Context: an optimization exercise on an open-source flow, tuned for small area, a short achievable clock period and few clock cycles. The choices shown serve that exercise and are no tape-out recipe. Only simulation tests tie the RTL to the original design; equivalence was not proved. Power and IR drop assume default switching activity.

== the reference run ==
// red_reduce
module red_reduce (
    input  wire        clk,
    input  wire        rst,         
    input  wire        in_valid,
    output reg         in_ready,
    input  wire        in_first,    
    input  wire        in_last,     
    input  wire [7:0]  op,
    input  wire [23:0] p0,
    input  wire [23:0] p1,
    input  wire [23:0] a,
    input  wire        a_ok,
    input  wire [23:0] b,
    input  wire        b_ok,
    output reg         out_valid,
    output wire [23:0] r0,
    output wire [23:0] r1,
    output reg         r_ok,
    output reg         nsat,
    output reg         asat
);
Size: ~160 I/O pins.
clock: 14.0 ns
lec_check: 0
cap_margin: 20
core_margin: 2
core_utilization: 40
slew_margin: 20
standard.sh (not shown) runs the stock make flow with config.mk's settings and CLKGATE_MAP_FILE= SYNTH_SCRIPT=/design/flow/synth_recipe.tcl, a recipe that flattens the netlist after the stock synthesis.
==> flow/flow/run.sh <==
#!/bin/bash
# Standard layout, with repair_timing aiming for extra setup slack so that the
# achieved period shrinks, and port buffers of an ordinary buffer cell; the
# constraints (SDC, clock period) are the design's.
set -euo pipefail
bash standard.sh "BUFFER_PORTS_ARGS=-buffer_cell sky130_fd_sc_hd__buf_2" SETUP_SLACK_MARGIN=9.75 finish > orfs_make.log 2>&1
Testbench counts of the reference run, summed over its fixed seeds: cycles 42,289.
Input changes introduced in the trial run (baseline for comparison: the reference run):
--- a/flow/design.v
+++ b/flow/design.v
@@ -679,22 +679,23 @@
     localparam [2:0] P_DIV  = 3'd2;
     localparam [2:0] P_RND  = 3'd3;    
     localparam [2:0] P_SQL  = 3'd4;    
     localparam [2:0] P_ROOT = 3'd5;
     localparam [2:0] P_NRW  = 3'd6;    
     localparam [2:0] P_OUT  = 3'd7;
     reg  [2:0]  ph;
     reg  [2:0]  fk;               
     reg  [47:0] W;                
     reg  [9:0]  R;                
     reg  [10:0] C;                
+    reg  [11:0] C3;               
     reg  [25:0] X;                
     reg  [23:0] Y;                
     reg  [4:0]  fi;               
     reg         sq_en;            
     reg         neg;              
     reg  [6:0]  frem;             
     reg  [1:0]  pend;             
     assign r0 = W[23:0];
     assign r1 = {14'd0, W[33:24]};
     wire cap = full && (frem <= 7'd1);
     wire        minv_met = cnt >= ((mva == 11'd0) ? 11'd1 : mva);
@@ -705,37 +706,30 @@
     reg  [6:0]  F_cyc;
     always @(*) begin
         F_cyc = 7'd1;
         if (minv_met || ka == K_COUNT)
             case (ka)
                 K_SUM, K_DOT: F_cyc = {2'd0, nshift} + 7'd2;
                 K_MEAN:       F_cyc = 7'd15;
                 K_RMS:        F_cyc = 7'd28;
                 default:      F_cyc = 7'd1;
             endcase
     end
-    reg  [9:0]  dv_r;
-    reg  [47:0] dv_w;
-    reg  [10:0] dv_t;
-    reg  [11:0] dv_d;
-    integer     j;
-    always @(*) begin
-        dv_r = R;
-        dv_w = W;
-        for (j = 0; j < 2; j = j + 1) begin
-            dv_t = {dv_r, dv_w[47]};
-            dv_d = {1'b0, dv_t} - {1'b0, C};
-            dv_w = {dv_w[46:0], !dv_d[11]};
-            dv_r = dv_d[11] ? dv_t[9:0] : dv_d[9:0];
-        end
-    end
+    wire [11:0] dv_t  = {R, W[47:46]};
+    wire [12:0] dv_d1 = {1'b0, dv_t} - {2'b0, C};
+    wire [12:0] dv_d2 = {1'b0, dv_t} - {1'b0, C, 1'b0};
+    wire [12:0] dv_d3 = {1'b0, dv_t} - {1'b0, C3};
+    wire [1:0]  dv_q  = !dv_d3[12] ? 2'd3 : !dv_d2[12] ? 2'd2 : !dv_d1[12] ? 2'd1 : 2'd0;
+    wire [9:0]  dv_r  = !dv_d3[12] ? dv_d3[9:0] : !dv_d2[12] ? dv_d2[9:0] :
+                        !dv_d1[12] ? dv_d1[9:0] : dv_t[9:0];
+    wire [47:0] dv_w  = {W[45:0], dv_q};
     wire [12:0] rnd_d  = {2'b0, R, neg} + {12'd0, neg} - {2'b0, C} - {12'd0, !W[0]};
     wire        div_up = !rnd_d[12];
     wire        sq_ru = (ph == P_RUP);
     wire [27:0] sq_t = {X, sq_ru ? 2'b00 : W[1:0]};
     wire [28:0] sq_d = {1'b0, sq_t} - {3'd0, Y, sq_ru ? {2{!sq_en}} : 2'b01};
     wire [25:0] sq_r = sq_d[28] ? sq_t[25:0] : sq_d[25:0];
     wire [23:0] sq_y = {Y[22:0], !sq_d[28]};
     wire        rt_up = !sq_d[28];
     wire        sh4    = X[4:2] != 3'd0;
     wire [47:0] shr_w  = sh4 ? {{4{W[47]}}, W[47:4]} : {W[47], W[47:1]};
     wire        shr_g  = sh4 ? W[3] : W[0];
@@ -817,29 +811,31 @@
                     end
                     K_SUM, K_DOT: begin
                         W    <= acc_sat;
                         asat <= acc_ovf;
                         X    <= {19'd0, 2'b00, sha};
                     end
                     K_MEAN: begin
                         neg  <= acc[57];
                         W    <= {acc_abs[23:0], 24'd0};
                         R    <= acc_abs[33:24];
                         C    <= cnt;
+                        C3   <= {1'b0, cnt} + {cnt, 1'b0};
                         fi   <= 5'd11;
                     end
                     default: begin    
                         neg  <= 1'b0;
                         W    <= acc[47:0];
                         R    <= acc[57:48];
                         C    <= cnt;
+                        C3   <= {1'b0, cnt} + {cnt, 1'b0};
                         X    <= 26'd0;
                         Y    <= 24'd0;
                         fi   <= 5'd23;
                     end
                 endcase
             end
         end else begin
             case (ph)
                 P_SHR: begin
                     W <= shr_w;
                     X <= {19'd0, shr_s, shr_g, shr_c};
==> comparison <==
Number of tap cells inserted: lower on the reference run. The total power of the trial run is higher than that of the reference run. Comparing the trial run and the reference run, the lower number of antenna violations at the first check in global routing was measured on the reference run. The trial run against the reference run: highest clock rate went up by 0.65%, peak supply drop climbed 0.0019 mV, global-route usage over all layers now sits lower. The trial run vs the reference run, end point of the critical path: r0[5] vs R[1]. The trial run against the reference run; sequential cell count of the final layout is up by a few percent.
Testbench counts of the trial run, summed over its fixed seeds: cycles 42,289.

==> what the ideal ports hide <==
The results above use ideal ports. As a check the final layouts listed here were re-extracted and re-timed, cells and wires unchanged.
Step 1, drivers: a clkbuf_16 drives clk and a buf_2 each remaining input, both assumed.
Step 2, shift: input delay + t, output delay - t, t = (earliest + latest rising clock arrival at the registers) / 2. This alone moves slack from input paths to output paths.
Slacks: ideal ports / drivers / drivers and shift; pairs: ideal ports / drivers.
| run | t (ns) | setup slack, ns | pins driven straight from the clock port |
|---|---|---|---|
| the reference run | 0.701 | 9.752 / 9.731 / 9.232 | 1 |
| the trial run | 0.709 | 9.779 / 9.710 / 9.337 | 1 |
After both steps every run listed still meets setup and hold. The setup slack of the reference run, which loses most, moves by -0.021 ns with the drivers and by -0.520 ns with both steps.
